This design comes from an exercise in tuning for small area on the open sky130 flow, not from production work. Function was checked by simulation only, so behaviour that the tests miss may differ from the original. No driver is modelled on the clock port, so clocking that relies on it looks cheaper here than on a real chip. Power and IR drop assume default switching activity.

// iso_link_rx
module iso_link_rx (
    input  wire        clk,
    input  wire        rst,             
    input  wire        rxd,             
    input  wire        beacon,          
    input  wire        tick_1us,        
    input  wire        tlm_lost_rd,     
    input  wire        crc_err_rd,      
    input  wire [7:0]  ld_fault_w1c,    
    input  wire        ld_vld_ov_w1c,   
    output reg         frm_valid,       
    output wire [3:0]  frm_type,
    output wire [47:0] frm_payload,
    output reg  [1:0]  state,           
    output reg         ssr,
    output reg         lclk_lock,
    output reg         line_present,
    output reg  [15:0] tlm_lost,
    output reg  [15:0] crc_err,
    output reg  [7:0]  qw_last,
    output wire [31:0] line_period,
    output reg  [31:0] zc_pos,
    output reg  [31:0] zc_neg,
    output reg  [9:0]  hvin_v,
    output reg  [11:0] vline_pk,
    output reg  [7:0]  ld_temp,
    output reg  [7:0]  ld_fault,
    output reg         ld_vld_ov,
    output reg         ev_line_loss,    
    output wire        ev_line_return,  
    output wire        ev_link_fault,   
    output wire        ev_tlm_loss,     
    output wire        ev_conv_fault,   
    output reg         lf_reset         
);
    localparam [1:0] ST_DOWN = 2'd0, ST_TRAIN = 2'd1, ST_UP = 2'd2, ST_FAULT = 2'd3;
    localparam [11:0] TMR_SEED = 12'hC90;
    localparam [11:0] TMR_TERM = 12'hFFF;
    localparam [16:0] LF_SEED  = 17'h00001;
    localparam [16:0] LF_LAST  = 17'h0FCBC;
    localparam [16:0] AGE_SEED = 17'h1EC12;
    localparam [16:0] AGE_MASK = 17'h0AAAA;
    localparam [59:0] WP_CODE  = {4'h8, 4'hC, 4'hE, 4'hF, 4'h7, 4'hB, 4'h5, 4'hA,
                                  4'hD, 4'h6, 4'h3, 4'h9, 4'h4, 4'h2, 4'h1};
    localparam [3:0]  WP_LAST  = 4'h8;
    reg  [2:0]  hs;
    reg         in_frame;
    reg         half;
    reg  [5:0]  bitcnt;       
    reg  [1:0]  rx_t;         
    reg  [47:0] rx_pay;       
    reg  [7:0]  crc;
    wire       bit_val   = hs[0];
    wire       start_det = !in_frame && hs == 3'b110 && rxd;
    wire       bit_done  = in_frame && half;
    wire       bit_ok    = bit_done && (rxd != bit_val);
  ...
Size: ~2000 cells after synthesis, roughly 22000 sq um of cells after synthesis.
Settings: LEC_CHECK=0, CAP_MARGIN=20, CORE_MARGIN=2, CORE_UTILIZATION=60, GPL_TIMING_DRIVEN=0, PLACE_DENSITY=0.75, SLEW_MARGIN=20; clock period 10.0 ns.
standard.sh (not shown) runs the stock make flow with config.mk's settings and CLKGATE_MAP_FILE= SYNTH_SCRIPT=/design/flow/synth_recipe.tcl, a recipe that flattens the netlist after the stock synthesis.
==> flow/flow/run.sh <==
#!/bin/bash
# The standard layout (standard.sh), with two changes:
#  - every port still gets its buffer, but the smallest one (buf_1);
#  - the clock tree uses larger sink clusters and no dummy loads.
# The whole ORFS run's output goes to make.log here; ORFS keeps each step's
# log under orfs/logs/.
set -euo pipefail
export BUFFER_PORTS_ARGS="-buffer_cell sky130_fd_sc_hd__buf_1"
export CTS_ARGS="-sink_clustering_enable -repair_clock_nets -sink_clustering_size 30 -sink_clustering_max_diameter 80 -buf_list sky130_fd_sc_hd__clkbuf_16 -dont_use_dummy_load"
bash standard.sh > make.log 2>&1
Rerun with:
- CORE_UTILIZATION: 60 -> 40
- GPL_TIMING_DRIVEN: 0 -> unset
- PLACE_DENSITY: 0.75 -> 0.6
After rerunning:
- cell area drops by 0.81%
- sequential share of layout area came out higher by 0.46 points
- worst hold slack is worse by 35 ps
Rerun with:
--- a/flow/flow/run.sh
+++ b/flow/flow/run.sh
@@ -8,3 +8,3 @@
 export BUFFER_PORTS_ARGS="-buffer_cell sky130_fd_sc_hd__buf_1"
-export CTS_ARGS="-sink_clustering_enable -repair_clock_nets -sink_clustering_size 30 -sink_clustering_max_diameter 80 -buf_list sky130_fd_sc_hd__clkbuf_16 -dont_use_dummy_load"
+export CTS_ARGS="-sink_clustering_enable -repair_clock_nets -sink_clustering_size 18 -sink_clustering_max_diameter 150 -buf_list sky130_fd_sc_hd__clkbuf_8 -dont_use_dummy_load"
 bash standard.sh > make.log 2>&1
- CORE_UTILIZATION: 40 -> 60
- PLACE_DENSITY: 0.6 -> 0.75
Result: The changed run completed with no timing, DRC or antenna violations; synthesized area does not change; design area went down by a few percent; register-to-register slack got worse by 30 ps; worst setup slack is worse by 65 ps.
Rerun with:
--- a/flow/flow/run.sh
+++ b/flow/flow/run.sh
@@ -9,2 +9,3 @@
 export CTS_ARGS="-sink_clustering_enable -repair_clock_nets -sink_clustering_size 18 -sink_clustering_max_diameter 150 -buf_list sky130_fd_sc_hd__clkbuf_8 -dont_use_dummy_load"
+export RECOVER_POWER=100
 bash standard.sh > make.log 2>&1
Now the flow finished with max-capacitance violations, max-slew violations left.
Clock power stays flat.
Final area shrinks by 0.43%.
Cell count does not change.

========
Starting RTL as in the previous note.
Settings: LEC_CHECK=0, CAP_MARGIN=20, CORE_MARGIN=2, CORE_UTILIZATION=60, PLACE_DENSITY=0.75, SLEW_MARGIN=20; clock period 10.0 ns.
==> flow/flow/run.sh <==
#!/bin/bash
# The standard layout (standard.sh), with two changes:
#  - every port still gets its buffer, but the smallest one (buf_1);
#  - the clock tree uses larger sink clusters and no dummy loads.
# The whole ORFS run's output goes to make.log here; ORFS keeps each step's
# log under orfs/logs/.
set -euo pipefail
export BUFFER_PORTS_ARGS="-buffer_cell sky130_fd_sc_hd__buf_1"
export CTS_ARGS="-sink_clustering_enable -repair_clock_nets -sink_clustering_size 34 -sink_clustering_max_diameter 100 -buf_list sky130_fd_sc_hd__clkbuf_16 -dont_use_dummy_load"
bash standard.sh > make.log 2>&1
Edit:
--- a/flow/flow/run.sh
+++ b/flow/flow/run.sh
@@ -9 +9 @@
-export CTS_ARGS="-sink_clustering_enable -repair_clock_nets -sink_clustering_size 34 -sink_clustering_max_diameter 100 -buf_list sky130_fd_sc_hd__clkbuf_16 -dont_use_dummy_load"
+export CTS_ARGS="-sink_clustering_enable -repair_clock_nets -sink_clustering_size 32 -sink_clustering_max_diameter 60 -buf_list sky130_fd_sc_hd__clkbuf_16 -dont_use_dummy_load"
- CORE_UTILIZATION: 60 -> 72
- PLACE_DENSITY: 0.75 -> 0.85
Outcome:
- The new run produced a clean layout
- via count goes up by 3.9%
- final area goes up by 0.60%
- worst hold slack degrades by 0.026 ns
Edit:
--- a/flow/flow/run.sh
+++ b/flow/flow/run.sh
@@ -9 +9 @@
-export CTS_ARGS="-sink_clustering_enable -repair_clock_nets -sink_clustering_size 32 -sink_clustering_max_diameter 60 -buf_list sky130_fd_sc_hd__clkbuf_16 -dont_use_dummy_load"
+export CTS_ARGS="-sink_clustering_enable -repair_clock_nets -sink_clustering_size 30 -sink_clustering_max_diameter 150 -buf_list sky130_fd_sc_hd__clkbuf_16 -dont_use_dummy_load"
- CORE_UTILIZATION: 72 -> 60
- PLACE_DENSITY: 0.85 -> 0.75
Worst setup slack improved by 0.13 ns.
Power drops by a few percent.
Via count drops by a few percent.
Combinational power hardly moves.
Sequential share of layout area climbs by 0.16 points.
Area after synthesis stays the same.
Routed wire length went down by a few percent.

========
iso_link_rx, a different RTL version from the one above (not shown whole).
Size in the first run: roughly 640 flip-flops, roughly 260 I/O pins.
clock: 10.0 ns
lec_check: 0
abc_area: 1
cap_margin: 20
core_margin: 2
core_utilization: 40
cts_buf_list: sky130_fd_sc_hd__clkbuf_4
cts_cluster_size: 20
place_density: 0.6
slew_margin: 20
run.sh (not shown) runs the stock make flow with config.mk's settings and CLKGATE_MAP_FILE= SYNTH_SCRIPT=/design/flow/synth_recipe.tcl, a recipe that flattens the netlist after the stock synthesis.
Stock flow here: none of the scripts above is used.
The baseline passed the timing, design-rule and antenna checks.
Rerun with:
==> flow/flow/run.sh (new file) <==
#!/bin/bash
# The standard layout (standard.sh), with two changes:
#  - every port still gets its buffer, but the smallest one (buf_1);
#  - the clock tree uses larger sink clusters and no dummy loads.
# The whole ORFS run's output goes to make.log here; ORFS keeps each step's
# log under orfs/logs/.
set -euo pipefail
export BUFFER_PORTS_ARGS="-buffer_cell sky130_fd_sc_hd__buf_1"
export CTS_ARGS="-sink_clustering_enable -repair_clock_nets -sink_clustering_size 30 -sink_clustering_max_diameter 80 -buf_list sky130_fd_sc_hd__clkbuf_16 -dont_use_dummy_load"
bash standard.sh > make.log 2>&1
==> flow/standard.sh (new file) <==
#!/bin/bash
# synth_recipe.tcl (not shown) runs the flow's synth.tcl, then flattens the netlist and writes it again
# the make line also repeats each setting of config.mk as NAME=value (left out here)
make -C /OpenROAD-flow-scripts/flow DESIGN_CONFIG=/design/flow/config.mk WORK_HOME=/design/flow/orfs CLKGATE_MAP_FILE= SYNTH_SCRIPT=/design/flow/synth_recipe.tcl "${@:-finish}"
--- a/flow/config.mk
+++ b/flow/config.mk
@@ -6,10 +6,7 @@
 export NUM_CORES = 4
 export LEC_CHECK = 0
-export ABC_AREA = 1
 export CAP_MARGIN = 20
 export CORE_MARGIN = 2
 export CORE_UTILIZATION = 40
-export CTS_BUF_LIST = sky130_fd_sc_hd__clkbuf_4
-export CTS_CLUSTER_SIZE = 20
 export PLACE_DENSITY = 0.6
 export SLEW_MARGIN = 20
removed: flow/run.sh
The changed run went through all stages and came out clean. Power shrinks by 19%. Hold slack improved by 8.9 ps. Clock-buffer cell count shrinks by 214. Synthesized area shrinks by 2.3%.
Rerun with:
==> flow/run.sh (new file) <==
#!/bin/bash
# synth_recipe.tcl (not shown) runs the flow's synth.tcl, then flattens the netlist and writes it again
# the make line also repeats each setting of config.mk as NAME=value (left out here)
make -C /OpenROAD-flow-scripts/flow DESIGN_CONFIG=/design/flow/config.mk WORK_HOME=/design/flow/orfs CLKGATE_MAP_FILE= SYNTH_SCRIPT=/design/flow/synth_recipe.tcl finish
--- a/flow/config.mk
+++ b/flow/config.mk
@@ -9,4 +9,7 @@
 export CORE_MARGIN = 2
 export CORE_UTILIZATION = 40
+export CTS_BUF_LIST = sky130_fd_sc_hd__clkbuf_16
+export CTS_CLUSTER_DIAMETER = 80
+export CTS_CLUSTER_SIZE = 30
 export PLACE_DENSITY = 0.6
 export SLEW_MARGIN = 20
removed: flow/flow/run.sh
removed: flow/standard.sh
Via count drops by 0.61%.
Cell count rose by 0.94%.
Combinational power went up by about 5%.
Core utilization rises by 3.3 points.
Design area rises by 7.3%.
Global-route usage went up by 0.26 points.
Power came out higher by 8.6%.
Count of clock-buffer cells in the layout went up by 4.
Non-clock buffer count is unchanged.
Rerun with:
--- a/flow/config.mk
+++ b/flow/config.mk
@@ -9,7 +9,4 @@
 export CORE_MARGIN = 2
 export CORE_UTILIZATION = 40
-export CTS_BUF_LIST = sky130_fd_sc_hd__clkbuf_16
-export CTS_CLUSTER_DIAMETER = 80
-export CTS_CLUSTER_SIZE = 30
 export PLACE_DENSITY = 0.6
 export SLEW_MARGIN = 20
Result:
- The changed run completed with no timing, DRC or antenna violations
- sequential power hardly moves
- clock skew fell by 3.4 ps
- first-iteration DRC count fell by 9.3%
- utilization rose by 1.4 points
- cell area rose by 3.0%
- power rose by 17%
- cell count rose by 1.8%
- via count rose by 1.9%
Rerun with:
--- a/flow/config.mk
+++ b/flow/config.mk
@@ -9,4 +9,7 @@
 export CORE_MARGIN = 2
 export CORE_UTILIZATION = 40
+export CTS_BUF_LIST = sky130_fd_sc_hd__clkbuf_8
+export CTS_CLUSTER_DIAMETER = 50
+export CTS_CLUSTER_SIZE = 20
 export PLACE_DENSITY = 0.6
 export SLEW_MARGIN = 20
- The changed run passed the timing, design-rule and antenna checks
- final area shrinks by 2.3%
- routed wire length shrinks by 1.1%
- via count shrinks by 0.54%
- sequential power is about the same
- power shrinks by 12%
- hold slack gains 21 ps
- critical path depth stays the same
- count of clock-buffer cells in the layout shrinks by 31

========
iso_link_rx with an RTL version that a note above also has.
Size: roughly 2,000 cells after synthesis, roughly 610 flip-flops, ~260 I/O pins.
==> flow/design.v (excerpt) <==
module iso_link_rx (
    input  wire        clk,
    input  wire        rst,             
    input  wire        rxd,             
    input  wire        beacon,          
    input  wire        tick_1us,        
    input  wire        tlm_lost_rd,     
    input  wire        crc_err_rd,      
    input  wire [7:0]  ld_fault_w1c,    
    input  wire        ld_vld_ov_w1c,   
    output reg         frm_valid,       
    output wire [3:0]  frm_type,
    output wire [47:0] frm_payload,
    output reg  [1:0]  state,           
    output reg         ssr,
    output reg         lclk_lock,
    output reg         line_present,
    output reg  [15:0] tlm_lost,
    output reg  [15:0] crc_err,
    output reg  [7:0]  qw_last,
    output wire [31:0] line_period,
    output reg  [31:0] zc_pos,
    output reg  [31:0] zc_neg,
    output reg  [9:0]  hvin_v,
    output reg  [11:0] vline_pk,
    output reg  [7:0]  ld_temp,
    output reg  [7:0]  ld_fault,
    output reg         ld_vld_ov,
    output reg         ev_line_loss,    
    output wire        ev_line_return,  
    output wire        ev_link_fault,   
    output wire        ev_tlm_loss,     
    output wire        ev_conv_fault,   
    output reg         lf_reset         
);
export LEC_CHECK = 0
export CAP_MARGIN = 20
export CORE_MARGIN = 2
export CORE_UTILIZATION = 60
export PLACE_DENSITY = 0.75
export SLEW_MARGIN = 20
create_clock -name core_clock -period 10.0 [get_ports {clk}]
standard.sh (not shown) runs the stock make flow with config.mk's settings and CLKGATE_MAP_FILE= SYNTH_SCRIPT=/design/flow/synth_recipe.tcl, a recipe that flattens the netlist after the stock synthesis.
==> flow/flow/run.sh <==
#!/bin/bash
# The standard layout (standard.sh), with two changes:
#  - every port still gets its buffer, but the smallest one (buf_1);
#  - the clock tree uses larger sink clusters and no dummy loads.
# The whole ORFS run's output goes to make.log here; ORFS keeps each step's
# log under orfs/logs/.
set -euo pipefail
export BUFFER_PORTS_ARGS="-buffer_cell sky130_fd_sc_hd__buf_1"
export CTS_ARGS="-sink_clustering_enable -repair_clock_nets -sink_clustering_size 18 -sink_clustering_max_diameter 150 -buf_list sky130_fd_sc_hd__clkbuf_8 -dont_use_dummy_load"
export POST_CTS_TCL="$(pwd)/flow/post_cts.tcl"
bash standard.sh > make.log 2>&1
==> flow/flow/post_cts.tcl <==
# After CTS: downsize gates off the critical paths, then repair slew and
# capacitance again and legalise the placement.
estimate_parasitics -placement
repair_timing -recover_power 100 -verbose
repair_design -slew_margin 20 -cap_margin 20 -verbose
detailed_placement
check_placement -verbose
estimate_parasitics -placement
report_worst_slack -max
report_worst_slack -min
Edit:
--- a/flow/flow/run.sh
+++ b/flow/flow/run.sh
@@ -8,4 +8,3 @@
 export BUFFER_PORTS_ARGS="-buffer_cell sky130_fd_sc_hd__buf_1"
-export CTS_ARGS="-sink_clustering_enable -repair_clock_nets -sink_clustering_size 18 -sink_clustering_max_diameter 150 -buf_list sky130_fd_sc_hd__clkbuf_8 -dont_use_dummy_load"
-export POST_CTS_TCL="$(pwd)/flow/post_cts.tcl"
+export CTS_ARGS="-sink_clustering_enable -repair_clock_nets -sink_clustering_size 18 -sink_clustering_max_diameter 50 -buf_list sky130_fd_sc_hd__clkbuf_8 -dont_use_dummy_load"
 bash standard.sh > make.log 2>&1
Settings changed: CORE_UTILIZATION 60 to 40, PLACE_DENSITY 0.75 to 0.6.
removed: flow/flow/post_cts.tcl
Setup slack gains 0.25 ns.
Power is higher by 5.3%.
Sequential power stays flat.
Critical path depth is unchanged.
Via count is higher by 0.86%.
Clock skew is higher by 0.040 ns.
Edit:
--- a/flow/flow/run.sh
+++ b/flow/flow/run.sh
@@ -8,3 +8,3 @@
 export BUFFER_PORTS_ARGS="-buffer_cell sky130_fd_sc_hd__buf_1"
-export CTS_ARGS="-sink_clustering_enable -repair_clock_nets -sink_clustering_size 18 -sink_clustering_max_diameter 50 -buf_list sky130_fd_sc_hd__clkbuf_8 -dont_use_dummy_load"
+export CTS_ARGS="-sink_clustering_enable -repair_clock_nets -sink_clustering_size 30 -sink_clustering_max_diameter 80 -buf_list sky130_fd_sc_hd__clkbuf_16 -dont_use_dummy_load"
 bash standard.sh > make.log 2>&1
Settings changed: CAP_MARGIN 20 to 0, CORE_UTILIZATION 40 to 60, PLACE_DENSITY 0.6 to 0.75, SLEW_MARGIN 20 to 0.
What happened: The changed run passed the timing, design-rule and antenna checks; sequential share of layout area went up by 1.1 points; setup slack gets worse by 0.075 ns; via count went down by 0.99%; maximum frequency went down by 1.0%; final area went down by 1.9%; flip-flop and latch count does not change; routed wire length went down by 9.5%; clock-buffer cell count went down by 29.
Edit:
--- a/flow/flow/run.sh
+++ b/flow/flow/run.sh
@@ -8,3 +8,3 @@
 export BUFFER_PORTS_ARGS="-buffer_cell sky130_fd_sc_hd__buf_1"
-export CTS_ARGS="-sink_clustering_enable -repair_clock_nets -sink_clustering_size 30 -sink_clustering_max_diameter 80 -buf_list sky130_fd_sc_hd__clkbuf_16 -dont_use_dummy_load"
+export CTS_ARGS="-sink_clustering_enable -repair_clock_nets -sink_clustering_size 10 -sink_clustering_max_diameter 35 -buf_list sky130_fd_sc_hd__clkbuf_4 -dont_use_dummy_load"
 bash standard.sh > make.log 2>&1
Settings changed: CAP_MARGIN 0 to 20, CORE_UTILIZATION 60 to 40, PLACE_DENSITY 0.75 to 0.6, SLEW_MARGIN 0 to 20.
What happened: Fmax is higher by 3.7%; register-to-register slack hardly moves; design area came out higher by 1.9%; clock-buffer cell count came out higher by 74; via count grows by 2.4%; combinational power barely changes; routed wire length is higher by 11%; die area rises by 49%.

-- static timing again, ports no longer ideal --
No port has a modelled driver above. Below, the same layouts with a new extraction and two added sets of constraints.
Step 1 (the two cells are an assumption about what drives the block):
set clk [get_ports {clk}]
set_driving_cell -lib_cell sky130_fd_sc_hd__clkbuf_16 $clk
set_driving_cell -lib_cell sky130_fd_sc_hd__buf_2 [delete_from_list [all_inputs] $clk]
Step 2, shift: input delay + t, output delay - t, t = (earliest + latest rising clock arrival at the registers) / 2. This alone moves slack from input paths to output paths.
Three values: ideal, step 1, step 2; two values: the first two.
run	t, ns	setup WS [ns]	hold WS [ns]	worst register clock-pin slew, ns	pins driven straight from the clock port
the first run of note 1	0.610	1.904 / 1.880 / 1.270	0.363 / 0.363 / 0.363	0.11 / 0.11	1
the second run of note 1	0.636	2.573 / 2.566 / 1.930	0.328 / 0.328 / 0.328	0.11 / 0.11	1
the third run of note 1	0.622	2.508 / 2.498 / 1.876	0.363 / 0.363 / 0.363	0.11 / 0.11	1
the fourth run of note 1	0.621	1.940 / 1.940 / 1.448	0.363 / 0.363 / 0.363	0.11 / 0.11	1
the first run of note 2	0.601	2.415 / 2.409 / 1.808	0.379 / 0.379 / 0.379	0.12 / 0.12	1
the second run of note 2	0.621	2.348 / 2.317 / 1.695	0.353 / 0.353 / 0.353	0.11 / 0.11	1
the third run of note 2	0.589	2.482 / 2.475 / 1.886	0.332 / 0.332 / 0.332	0.11 / 0.11	1
the first run of note 3	1.021	3.712 / 3.730 / 2.709	0.373 / 0.373 / 0.373	0.08 / 0.08	1
the second run of note 3	0.645	3.759 / 3.765 / 3.120	0.382 / 0.382 / 0.382	0.11 / 0.11	1
the third run of note 3	0.624	3.232 / 3.218 / 2.594	0.414 / 0.414 / 0.414	0.11 / 0.11	1
the fourth run of note 3	0.639	3.243 / 3.234 / 2.595	0.388 / 0.388 / 0.388	0.06 / 0.06	1
the fifth run of note 3	0.732	3.396 / 3.376 / 2.644	0.409 / 0.409 / 0.409	0.11 / 0.11	1
the first run of note 4	0.623	2.297 / 2.287 / 1.664	0.367 / 0.367 / 0.367	0.11 / 0.11	1
the second run of note 4	0.693	2.549 / 2.536 / 1.843	0.338 / 0.338 / 0.338	0.11 / 0.11	1
the third run of note 4	0.603	2.473 / 2.467 / 1.864	0.341 / 0.341 / 0.341	0.11 / 0.11	1
the fourth run of note 4	0.865	2.740 / 2.737 / 1.872	0.327 / 0.327 / 0.327	0.10 / 0.10	1
The setup slack of the first run of note 3, which loses most, moves by +0.018 ns with the drivers and by -1.003 ns with both steps.
